What follows belongs to an exercise in optimizing a design on an open flow for small area, a short achievable clock period and few clock cycles per item; a production flow would make more cautious choices.
No run shown here included a check of the RTL's function; only the layout flow was run.

**flow/run.sh**
```bash
#!/bin/bash
# synth_recipe.tcl (not shown) runs the flow's synth.tcl, then flattens the netlist and writes it again
# the make line also repeats each setting of config.mk as NAME=value (left out here)
make -C /OpenROAD-flow-scripts/flow DESIGN_CONFIG=/design/flow/config.mk WORK_HOME=/design/flow/orfs CLKGATE_MAP_FILE= SYNTH_SCRIPT=/design/flow/synth_recipe.tcl finish
```
**flow/config.mk**
```make
export PLATFORM = sky130hd
export DESIGN_NAME = plate_compose
export DESIGN_NICKNAME = plate_compose
export VERILOG_FILES = /design/flow/design.v
export SDC_FILE = /design/flow/constraint.sdc
export NUM_CORES = 4
export LEC_CHECK = 0
export CAP_MARGIN = 20
export CORE_MARGIN = 2
export CORE_UTILIZATION = 40
export PLACE_DENSITY = 0.6
export SLEW_MARGIN = 20
```
**flow/constraint.sdc**
```tcl
create_clock -name core_clock -period 40.0 [get_ports {clk}]
set_input_delay 8.0000 -clock core_clock [delete_from_list [all_inputs] [get_ports {clk}]]
set_output_delay 8.0000 -clock core_clock [all_outputs]
set_load 0.01 [all_outputs]
```
**flow/design.v**
```verilog
module plate_compose (
    input  wire        clk,
    input  wire        rst,           
    input  wire        in_valid,
    output wire        in_ready,
    input  wire        in_first,      
    input  wire        in_last,       
    input  wire [1:0]  in_mode,       
    input  wire [15:0] in_opac,       
    input  wire        in_has_alpha,  
    input  wire [15:0] in_alpha,      
    input  wire [15:0] in_s0,         
    input  wire [15:0] in_s1,         
    input  wire [15:0] in_s2,         
    output wire        out_valid,
    input  wire        out_ready,
    output wire [15:0] out_c0,
    output wire [15:0] out_c1,
    output wire [15:0] out_c2
);
    localparam [2:0] S_WAIT = 3'd0,    
                     S_AL   = 3'd1,    
                     S_SA   = 3'd2,    
                     S_T    = 3'd3,    
                     S_T2   = 3'd4,    
                     S_R    = 3'd5,    
                     S_DONE = 3'd6;
    localparam [1:0] M_OVER = 2'd0, M_ADD = 2'd1, M_MAX = 2'd2, M_MUL = 2'd3;
    reg [2:0]  state;
    reg [15:0] v [0:2];
    reg [1:0]  mode;
    reg [15:0] opac, alpha;
    reg        has_alpha, last;
    reg [15:0] s [0:2];
    reg [15:0] al;                     
    reg [15:0] sa;                     
    reg [15:0] t;                      
    reg [1:0]  ch;                     
    reg  [15:0] lm_a, lm_b;
    wire [32:0] lm_n = {lm_a, 1'b0} * lm_b + 33'd65535;
    wire [32:0] lm_q = lm_n / 33'd131070;
    wire [15:0] lm   = lm_q[15:0];
    wire [15:0] u  = v[ch];
    wire [15:0] sc = s[ch];
    always @(*) begin
        lm_a = sc;
        lm_b = al;
        case (state)
            S_AL: begin lm_a = alpha; lm_b = opac; end
            S_SA: begin lm_a = sc;    lm_b = al;   end
            S_T:  if (mode == M_OVER) begin lm_a = u;            lm_b = 16'hFFFF - al; end
                  else                begin lm_a = 16'hFFFF - sc; lm_b = al;          end
            S_T2: begin lm_a = u;     lm_b = 16'hFFFF - t; end
            default: ;
        endcase
    end
    wire [16:0] sum_over = {1'b0, sa} + {1'b0, t};
    wire [16:0] sum_add  = {1'b0, u} + {1'b0, sa};
    assign in_ready  = (state == S_WAIT);
    assign out_valid = (state == S_DONE);
    assign out_c0 = v[0];
    assign out_c1 = v[1];
    assign out_c2 = v[2];
    always @(posedge clk) begin
        if (rst) begin
            state <= S_WAIT;
        end else begin
            case (state)
            S_WAIT: if (in_valid) begin
                if (in_first) begin
                    v[0] <= in_s0;  v[1] <= in_s1;  v[2] <= in_s2;
                    if (in_last) state <= S_DONE;
                end else begin
                    mode <= in_mode;  opac <= in_opac;
                    has_alpha <= in_has_alpha;  alpha <= in_alpha;
                    s[0] <= in_s0;  s[1] <= in_s1;  s[2] <= in_s2;
                    last  <= in_last;
                    state <= S_AL;
                end
            end
            S_AL: begin
                al    <= has_alpha ? lm : opac;
                ch    <= 2'd0;
                state <= S_SA;
            end
            S_SA: begin
                sa    <= lm;
                state <= (mode == M_OVER || mode == M_MUL) ? S_T : S_R;
            end
            S_T: begin
                t     <= lm;
                state <= (mode == M_MUL) ? S_T2 : S_R;
            end
            S_T2: begin
                t     <= lm;
                state <= S_R;
            end
            S_R: begin
                case (mode)
                    M_OVER: v[ch] <= sum_over[16] ? 16'hFFFF : sum_over[15:0];
                    M_ADD:  v[ch] <= sum_add[16]  ? 16'hFFFF : sum_add[15:0];
                    M_MAX:  v[ch] <= (u > sa) ? u : sa;
                    M_MUL:  v[ch] <= t;
                endcase
                if (ch == 2'd2) begin
                    state <= last ? S_DONE : S_WAIT;
                end else begin
                    ch    <= ch + 2'd1;
                    state <= S_SA;
                end
            end
            S_DONE: if (out_ready) state <= S_WAIT;
            default: state <= S_WAIT;
            endcase
        end
    end
endmodule
```
==> results.rst, run 1 <==
.. list-table::
   :header-rows: 1

   * - Metric
     - Value
   * - Total Routed Length
     - 120,000 um
   * - Number of nets produced by synthesis
     - 4,705
   * - Source of the worst register-to-register timing path
     - state[1]
   * - Remaining global-route overflow
     - 0
   * - Maximum number of pins on one net before global-route repair
     - 56
   * - Distinct cell type count after synthesis
     - 140
   * - Final slew viol count
     - 0
   * - Cts bufs inserted
     - 22
   * - Detail Route Antenna Nets
     - 0
   * - Reg2reg setup slack
     - 6590 ps
   * - Clock period minus worst slack
     - 33,410 ps
   * - Type of origin of the critical path
     - flop
   * - Wire length of the first global-routing pass
     - 187,000 um
   * - Synthesis warning total
     - 2
   * - Actual slew at the worst max-slew pin
     - 1100 ps
   * - Top cell type by total area after synthesis
     - sky130_fd_sc_hd__edfxtp_1
   * - Number of register bits inferred by synthesis
     - 203
   * - ANT cells
     - 0
   * - H-tree levels
     - 1
   * - RSZ-0062 raised after global routing
     - false
   * - First-pass detailed-route iteration total
     - 6
   * - Die boundary height
     - 296 um
   * - Mean cell area of the mapped netlist
     - 8.05 um^2
   * - Kind of cell with the highest combined delay on the critical path
     - simple AND/OR/NAND/NOR gates
   * - Sort of element at the end of the critical path
     - flop
   * - Core Region
     - 84,900 um^2
   * - Max frequency
     - 0.0299 GHz
   * - Max FO, Critical Path
     - 23
   * - Final setup vio count
     - 0
   * - Share of layout cells above drive strength 1
     - 7.50%
   * - Synthesis-to-layout area growth
     - 9.29%
   * - Post-route clock period utilization
     - 83.5%
   * - CP peak stage delay
     - 920 ps
   * - Result of the run
     - finished clean
   * - Worst min-delay path class
     - reg -> reg
   * - Cell count after synthesis
     - 4,247
   * - Path depth of the worst reg2reg path
     - 78
   * - Vias in the first global route
     - 31.8k
   * - Wire per inst
     - 22.0 um
   * - Critical path's slowest cell
     - sky130_fd_sc_hd__nor4_2
   * - I/O pin cnt
     - 139
   * - Cell types with the largest area share after synthesis
     - sky130_fd_sc_hd__edfxtp_1 (17%), sky130_fd_sc_hd__fa_1 (11%), sky130_fd_sc_hd__ha_1 (6.3%)
   * - Worst slew slack as a fraction of its limit
     - 26.6%
   * - Cell count of the worst hold path
     - 1
   * - Sequential area share after synthesis
     - 17.7%
   * - Required time of the critical path
     - 40,390 ps
   * - Fraction of registers with async set or reset after synthesis
     - 0%
   * - Hold path startpoint
     - ch[1]
   * - Gates resized, CTS repair
     - 0
   * - Effective utilization at floorplan
     - 40.3%
   * - Site row count
     - 107
   * - Combined buffer and inverter count along the critical path
     - 5
   * - Filler cells
     - 8,602
   * - Post-CTS clock slew at the launch and capture registers of the worst setup and hold paths
     - 70 ps
   * - Skew final
     - 11.9 ps
   * - Via Count
     - 33.9k
   * - CTS tree
     - built
   * - Net count, final
     - 4,738
   * - Initial antenna violation count
     - 1
   * - Routability cong.
     - 0.951
   * - Clock tree sinks
     - 203
   * - CTS max path bufs
     - 3
   * - Hold bufs inserted after CTS
     - 0
   * - Post-DP HPWL
     - 96,500 um
   * - Overall die width
     - 296 um
   * - Most used flip-flop cell after synthesis
     - sky130_fd_sc_hd__edfxtp_1
   * - Starting DRC count in detailed routing
     - 3,211
   * - Die ar.
     - 87,800 um^2
   * - Number of max-cap violations
     - 0
   * - Count of flip-flops with a built-in enable after synthesis
     - 198
   * - Critical path class
     - reg -> reg
   * - Port buffer count
     - 138
   * - Netlist Area Pre-Place
     - 34,200 um^2
   * - Number of buffers inserted to repair setup after CTS
     - 0
   * - Worst r2r dst
     - al[0]
   * - Portion of synthesized cell area occupied by the leading cell type
     - 17.4%
   * - Hold Vio Cnt, Final
     - 0
   * - Total DRC errors in the routed layout
     - 0
   * - Root Buffer
     - sky130_fd_sc_hd__clkbuf_16
   * - Final Core Density
     - 44.0%
   * - Critical path data arrival time
     - 33,800 ps
   * - Detailed-route vias per instance
     - 6.24
   * - Final TNS setup
     - 0 ps
   * - Overall routing resource usage
     - 26.7%
   * - Later-pin clock latency in the skew report
     - 530 ps
[stage by stage]
stage / cells / area (um^2) / hold WS, ps / worst slack [ps]
6_report: 5439 / 37400 / 604 / 6590
4_1_cts: 5438 / 37300 / 604 / 7410
5_1_grt: 5439 / 37400 / 632 / 4730
2_1_floorplan: 4247 / 34200 / 533 / 13660
3_5_place_dp: 5399 / 36700 / 597 / 7520
3_3_place_gp: 5396 / 36600 / 554 / 7510
[worst max-delay path by stage]
stage	cells after the start	start	to
2_1_floorplan	90	ch[0]	al[0]
3_3_place_gp	77	state[1]	al[0]
3_5_place_dp	80	ch[0]	al[0]
4_1_cts	78	state[1]	al[0]
5_1_grt	78	state[1]	al[0]
6_report	78	state[1]	al[0]
[cells in the mapped netlist, drive strengths merged, types with 84 or more instances]
cell type,count
fa,196
nor4,84
xnor2,149
nor3,139
inv,319
nand3,125
a21oi,259
o21ai,217
ha,173
edfxtp,198
clkbuf,118
nand2,452
nor2,428
[kinds of logic after synthesis]
kind of cell               share of synthesized area [%]
xor gates and xnor gates                            5.22
buffers and inverters                               5.89
AOI/OAI and AO/OA                                   23.7
DFF                                                 17.7
and+or+nand+nor                                     26.4
muxes                                               3.33
adders and majority gates                           17.8
[metal layers]
metal,GRT usage (%),part of all wire [%]
met1,38.3,46
met2,43.7,46
met3,1.97,6.5
met4,6.09,2.2
met5,0,0
[area by class of cell]
class	instances	area, um^2	share of cell area [%]
clock buffers	27	569	1.52
inverters	321	1200	3.23
flip-flops and latches	203	6050	16.2
well taps	1144	1430	3.83
repair buffers	195	1820	4.86
multi-input cells	3537	26200	70.1
clock inverters	12	101	0.271
[state kept, by name (all words and copies together) (netlist names), 3 cells and up, named ones only]
register / count
al: 16
alpha: 16
opac: 16
s: 48
sa: 16
state: 3
t: 16
v: 64
[cells in the final DEF (no fill, tap or decap), types with 34 or more instances in the layout]
cell	n
sky130_fd_sc_hd__xnor2_1	146
sky130_fd_sc_hd__nand2_1	452
sky130_fd_sc_hd__o31ai_1	49
sky130_fd_sc_hd__and3_1	42
sky130_fd_sc_hd__a211oi_1	47
sky130_fd_sc_hd__clkdlybuf4s50_1	138
sky130_fd_sc_hd__buf_4	54
sky130_fd_sc_hd__a21oi_1	246
sky130_fd_sc_hd__fa_1	196
sky130_fd_sc_hd__nor4_1	73
sky130_fd_sc_hd__a21o_1	37
sky130_fd_sc_hd__xor2_1	51
sky130_fd_sc_hd__o211ai_1	61
sky130_fd_sc_hd__nor2b_1	40
sky130_fd_sc_hd__and2_1	72
sky130_fd_sc_hd__or3_1	66
sky130_fd_sc_hd__a31oi_1	43
sky130_fd_sc_hd__nand4_1	69
sky130_fd_sc_hd__ha_1	173
sky130_fd_sc_hd__nor2_1	420
sky130_fd_sc_hd__nand2b_1	37
sky130_fd_sc_hd__nor3_1	122
sky130_fd_sc_hd__o21a_1	34
sky130_fd_sc_hd__nand3_1	121
sky130_fd_sc_hd__or4_1	40
sky130_fd_sc_hd__inv_1	313
sky130_fd_sc_hd__edfxtp_1	198
sky130_fd_sc_hd__mux2i_1	37
sky130_fd_sc_hd__o21ai_0	173
sky130_fd_sc_hd__o21ai_1	42
==> run 2, diff against run 1 <==
==> flow/design.v (replaced) <==
module plate_compose (
    input  wire        clk,
    input  wire        rst,           
    input  wire        in_valid,
    output wire        in_ready,
    input  wire        in_first,      
    input  wire        in_last,       
    input  wire [1:0]  in_mode,       
    input  wire [15:0] in_opac,       
    input  wire        in_has_alpha,  
    input  wire [15:0] in_alpha,      
    input  wire [15:0] in_s0,         
    input  wire [15:0] in_s1,         
    input  wire [15:0] in_s2,         
    output wire        out_valid,
    input  wire        out_ready,
    output wire [15:0] out_c0,
    output wire [15:0] out_c1,
    output wire [15:0] out_c2
);
    localparam [1:0] M_OVER = 2'd0, M_ADD = 2'd1, M_MAX = 2'd2, M_MUL = 2'd3;
    reg        rdy;                    
    reg        park;                   
    reg        o_v;                    
    reg [47:0] o;                      
    reg        r0_v, r0_first, r0_last, r0_ha;
    reg [1:0]  r0_mode;
    reg [15:0] r0_opac, r0_alpha;
    reg [47:0] r0_s;
    reg        s1_v, s1_first, s1_last;
    reg [1:0]  s1_mode;
    reg [15:0] s1_al;
    reg [47:0] s1_s;
    reg        s2_v, s2_last, s2_first;
    reg        s2_over, s2_add, s2_max, s2_mul;
    reg [15:0] s2_al;
    reg [47:0] s2_pre;
    reg [47:0] v;
    wire acc  = in_valid & rdy;
    wire hold = park;
    wire [15:0] al_m;
    plate_lmul u_al (.a(r0_alpha), .b(r0_opac), .q(al_m));
    wire [15:0] al_n = r0_first ? 16'hFFFF : (r0_ha ? al_m : r0_opac);
    wire        inv_s = (s1_mode == M_MUL) & ~s1_first;
    wire [47:0] s_x   = inv_s ? ~s1_s : s1_s;
    wire [47:0] pre_n;
    plate_lmul u_p0 (.a(s_x[15:0]),  .b(s1_al), .q(pre_n[15:0]));
    plate_lmul u_p1 (.a(s_x[31:16]), .b(s1_al), .q(pre_n[31:16]));
    plate_lmul u_p2 (.a(s_x[47:32]), .b(s1_al), .q(pre_n[47:32]));
    wire [47:0] res;
    genvar c;
    generate for (c = 0; c < 3; c = c + 1) begin : ch
        wire [15:0] u   = v[16*c +: 16];
        wire [15:0] pre = s2_pre[16*c +: 16];
        wire [15:0] k   = ({16{s2_over}} & ~s2_al) |
                          ({16{s2_mul}}  & ~pre)   |
                          {16{s2_add}};
        wire [15:0] b   = s2_mul ? 16'd0 : pre;
        wire [31:0] t   = u * k + 32'd32768;
        wire [16:0] cy  = {1'b0, t[15:0]} + {1'b0, t[31:16]};
        wire [16:0] sum = {1'b0, t[31:16]} + {1'b0, b} + {16'd0, cy[16]};
        wire [15:0] bl  = sum[16] ? 16'hFFFF : sum[15:0];
        assign res[16*c +: 16] = (s2_max && u > pre) ? u : (s2_max ? pre : bl);
    end endgenerate
    wire fin    = s2_v & s2_last & ~hold;      
    wire o_free = ~o_v | out_ready;
    assign in_ready  = rdy;
    assign out_valid = o_v;
    assign out_c0 = o[15:0];
    assign out_c1 = o[31:16];
    assign out_c2 = o[47:32];
    always @(posedge clk) begin
        if (!hold) begin
            r0_first <= in_first;  r0_last <= in_last;  r0_mode <= in_mode;
            r0_ha <= in_has_alpha;  r0_opac <= in_opac;  r0_alpha <= in_alpha;
            r0_s <= {in_s2, in_s1, in_s0};
            s1_first <= r0_first;  s1_last <= r0_last;  s1_mode <= r0_mode;
            s1_al <= al_n;  s1_s <= r0_s;
            s2_first <= s1_first;  s2_last <= s1_last;
            s2_over <= ~s1_first & (s1_mode == M_OVER);
            s2_add  <= ~s1_first & (s1_mode == M_ADD);
            s2_max  <= ~s1_first & (s1_mode == M_MAX);
            s2_mul  <= ~s1_first & (s1_mode == M_MUL);
            s2_al <= s1_al;  s2_pre <= pre_n;
            if (s2_v) v <= res;
        end
        if (hold ? out_ready : (fin & o_free))
            o <= hold ? v : res;
        if (rst) begin
            rdy <= 1'b1;  park <= 1'b0;  o_v <= 1'b0;
            r0_v <= 1'b0;  s1_v <= 1'b0;  s2_v <= 1'b0;
        end else begin
            if (!hold) begin
                r0_v <= acc;  s1_v <= r0_v;  s2_v <= s1_v;
            end
            if (hold) begin
                park <= ~out_ready;
                rdy  <= out_ready;
            end else begin
                park <= fin & ~o_free;
                rdy  <= ~(fin & ~o_free);
                if (fin) o_v <= 1'b1;
                else if (out_ready) o_v <= 1'b0;
            end
        end
    end
endmodule
module plate_lmul (
    input  wire [15:0] a,
    input  wire [15:0] b,
    output wire [15:0] q
);
    wire [31:0] t  = a * b + 32'd32768;
    wire [16:0] cy = {1'b0, t[15:0]} + {1'b0, t[31:16]};
    assign q = t[31:16] + {15'd0, cy[16]};
endmodule
==> run 2 against run 1 <==
  * Still clean
  * Non-clock buffer count rose by 81
  * Die area rose by 130%
  * Critical path depth fell by 33
  * Worst hold slack got worse by 200 ps
  * Via count rose by 72%
  * Area after synthesis rose by 130%
  * Worst setup slack improved by 20000 ps
  * Register-to-register slack improved by 20000 ps
==> results.rst, run 2 <==
.. list-table::
   :header-rows: 1

   * - Metric
     - Value
   * - Hold bufs inserted after CTS
     - 0
   * - Core Region
     - 197,000 um^2
   * - Top cell type by total area after synthesis
     - sky130_fd_sc_hd__fa_1
   * - Critical path's slowest cell
     - sky130_fd_sc_hd__o31ai_2
   * - Wire per inst
     - 19.1 um
   * - First-pass detailed-route iteration total
     - 5
   * - Reg2reg setup slack
     - 27,080 ps
   * - Worst slew slack as a fraction of its limit
     - 22.8%
   * - Fraction of registers with async set or reset after synthesis
     - 0%
   * - Hold-critical path endpoint
     - s1_s[27]
   * - Actual slew at the worst max-slew pin
     - 1150 ps
   * - Total DRC errors in the routed layout
     - 0
   * - Hold path startpoint
     - r0_s[27]
   * - Die ar.
     - 201,000 um^2
   * - Net count, final
     - 11.1k
   * - I/O pin cnt
     - 139
   * - Multi-input logic area
     - 61,400 um^2
   * - Cell types with the largest area share after synthesis
     - sky130_fd_sc_hd__fa_1 (35%), sky130_fd_sc_hd__ha_1 (16%), sky130_fd_sc_hd__edfxtp_1 (12%)
   * - Worst setup path startpoint
     - s2_mul
   * - Overall routing resource usage
     - 21.9%
   * - Clock tree sinks
     - 324
   * - Critical path class
     - reg -> reg
   * - Top cells by count, synth
     - sky130_fd_sc_hd__inv_1 (1,845), sky130_fd_sc_hd__fa_1 (1,364), sky130_fd_sc_hd__nand2_1 (1,183)
   * - Routability cong.
     - 0.947
   * - Top-count cell post-synth
     - sky130_fd_sc_hd__inv_1
   * - Cts bufs inserted
     - 43
   * - Number of max-cap violations
     - 0
   * - Overall die width
     - 449 um
   * - Mean cell area of the mapped netlist
     - 9.14 um^2
   * - Share of layout cells above drive strength 1
     - 3.85%
   * - Netlist Area Pre-Place
     - 79,100 um^2
   * - Maximum number of pins on one net before global-route repair
     - 89
   * - Most prevalent standard cell on the critical path
     - sky130_fd_sc_hd__fa_1
   * - Effective utilization at floorplan
     - 40.2%
   * - Portion of synthesized cell area occupied by the leading cell type
     - 34.5%
   * - Count of flip-flops with a built-in enable after synthesis
     - 318
   * - Root Buffer
     - sky130_fd_sc_hd__clkbuf_16
   * - Area occupied by registers
     - 9670 um^2
   * - CTS tree
     - built
   * - Type of origin of the critical path
     - flop
   * - Most used flip-flop cell after synthesis
     - sky130_fd_sc_hd__edfxtp_1
   * - Max FO, Critical Path
     - 28
   * - Sort of element at the end of the critical path
     - flop
   * - Most common cell after layout, fill and taps aside
     - sky130_fd_sc_hd__inv_1
   * - Skew final
     - 45.1 ps
   * - Via Count
     - 58.5k
   * - Final setup vio count
     - 0
   * - Final slew viol count
     - 0
   * - Post-CTS clock slew at the launch and capture registers of the worst setup and hold paths
     - 70 ps
   * - Path depth of the worst reg2reg path
     - 45
   * - Number of nets produced by synthesis
     - 11.1k
   * - Filler cells
     - 19.2k
   * - RSZ-0062 raised after global routing
     - false
   * - Result of the run
     - finished clean
   * - Clock period minus worst slack
     - 12,920 ps
   * - H-tree levels
     - 2
   * - Worst r2r dst
     - v[40]
   * - Number of buffers inserted to repair setup after CTS
     - 0
   * - Number of register bits inferred by synthesis
     - 324
   * - Cell count of the worst hold path
     - 0
   * - Max frequency
     - 0.0774 GHz
   * - Gates resized, CTS repair
     - 0
   * - Remaining global-route overflow
     - 0
   * - Site row count
     - 163
   * - Final TNS setup
     - 0 ps
   * - Hold Vio Cnt, Final
     - 0
   * - Port buffer count
     - 138
   * - Cell count after synthesis
     - 8,653
   * - Wire length of the first global-routing pass
     - 352,000 um
   * - Synthesis warning total
     - 1
   * - Required time of the critical path
     - 40,380 ps
   * - CTS max path bufs
     - 3
   * - Vias in the first global route
     - 63.8k
   * - Most frequent cells in the layout
     - sky130_fd_sc_hd__inv_1 (1,843), sky130_fd_sc_hd__fa_1 (1,364), sky130_fd_sc_hd__nand2_1 (1,183)
   * - Critical path data arrival time
     - 13,300 ps
   * - Post-DP HPWL
     - 169,000 um
   * - Post-route clock period utilization
     - 32.3%
   * - Detail Route Antenna Nets
     - 0
   * - Initial antenna violation count
     - 7
   * - Later-pin clock latency in the skew report
     - 660 ps
   * - Synthesis-to-layout area growth
     - 7.73%
   * - Source of the worst register-to-register timing path
     - s2_mul
   * - Die boundary height
     - 449 um
   * - Detailed-route vias per instance
     - 5.17
   * - Total Routed Length
     - 216,000 um
   * - Distinct cell type count after synthesis
     - 94
   * - Starting DRC count in detailed routing
     - 3,433
   * - Sequential area share after synthesis
     - 12.2%
   * - CP peak stage delay
     - 860 ps
   * - Worst min-delay path class
     - reg -> reg
## run 2: changes by cell type in the layout (fill, tap and decap cells not counted), moves of 83 or more
cell,before,now
sky130_fd_sc_hd__a21o_1,37,134
sky130_fd_sc_hd__inv_1,313,1843
sky130_fd_sc_hd__ha_1,173,1018
sky130_fd_sc_hd__xnor2_1,146,231
sky130_fd_sc_hd__nand2_1,452,1183
sky130_fd_sc_hd__and2_1,72,587
sky130_fd_sc_hd__edfxtp_1,198,318
sky130_fd_sc_hd__buf_4,54,137
sky130_fd_sc_hd__fa_1,196,1364
sky130_fd_sc_hd__nor2_1,420,304
## run 2: critical path: cells and delay by family (launching register included)
kind	cells	cell delay, ps
muxes	1	340
buffers and inverters	7	1190
AOI/OAI and AO/OA	21	5440
adders and majority gates	10	4430
DFF	1	320
xor gates and xnor gates	1	290
and+or+nand+nor	5	580
## run 2: worst max-delay path by stage
| stage | endpoint | slack (ps) | cells past startpoint |
|---|---|---|---|
| after floorplan | o[10] | 28660 | 45 |
| after global placement | v[34] | 27160 | 42 |
| after detailed placement | v[13] | 27100 | 43 |
| after CTS | o[13] | 27090 | 43 |
| after global routing | v[34] | 26440 | 45 |
| final | v[40] | 27080 | 45 |
## run 2: kinds of logic after synthesis
kind of cell    after synthesis  synth area share (%)
mux                          47                 0.644
buf+inv                    2173                  10.3
simple gates               2504                  15.1
flops                       324                  12.2
fa+ha+maj                  2382                  50.6
compound gates              901                  7.45
xor+xnor                    322                  3.60
## run 2: area by class of cell
cell class	instances	share of cell area (%)
Antenna cell	3	0.00881
Clock buffer	47	1.28
Clock inverter	32	0.401
Inverter	1845	8.14
Multi-Input combinational cell	6156	72.1
Sequential cell	324	11.4
Tap cell	2640	3.88
Timing Repair Buffer	276	2.85
## run 2: layer usage
metal  up-vias  part of all wire [%]  GRT usage (%)
met4         2                   3.4           6.75
met1     29700                    44           29.4
met3       385                   5.2           2.48
met2      1558                    47           36.9
met5         -                0.0051              0
li1      26800                     -              -
## run 2: stage by stage
step / util (%) / hold slack, ps / setup slack (ps) / cell area (um^2) / cells
after floorplan: - / 400 / 28660 / 79100 / 8653
after detailed placement: 42.5 / 405 / 27100 / 83700 / 11200
after CTS: 43.3 / 401 / 27090 / 85200 / 11300
after global placement: 42.5 / 401 / 27160 / 83700 / 11200
after global routing: 43.3 / 418 / 26440 / 85200 / 11300
final: 43.3 / 405 / 27080 / 85200 / 11300

==> static timing again, ports no longer ideal <==
The flow's constraints put no driver on any port. The routed layouts listed below were extracted and timed again, unchanged, in two steps. Step 1: set_driving_cell puts a clkbuf_16 on clk and a buf_2 on each other input, an assumption about the parent block. Step 2 also shifts input and output timing later by t, the mid clock arrival at the registers, as if the neighbouring blocks saw the same clock. Slacks: ideal ports / drivers / drivers and shift; pairs: ideal ports / drivers.
run	shift t [ns]	setup slack, ns	worst hold slack (ns)	worst setup path after step 2
run 1	0.571	6.589 / 6.589 / 6.589	0.604 / 0.604 / 0.604	register to register
run 2	0.713	27.077 / 27.077 / 27.077	0.405 / 0.405 / 0.405	register to register
After both steps every run listed still meets setup and hold.
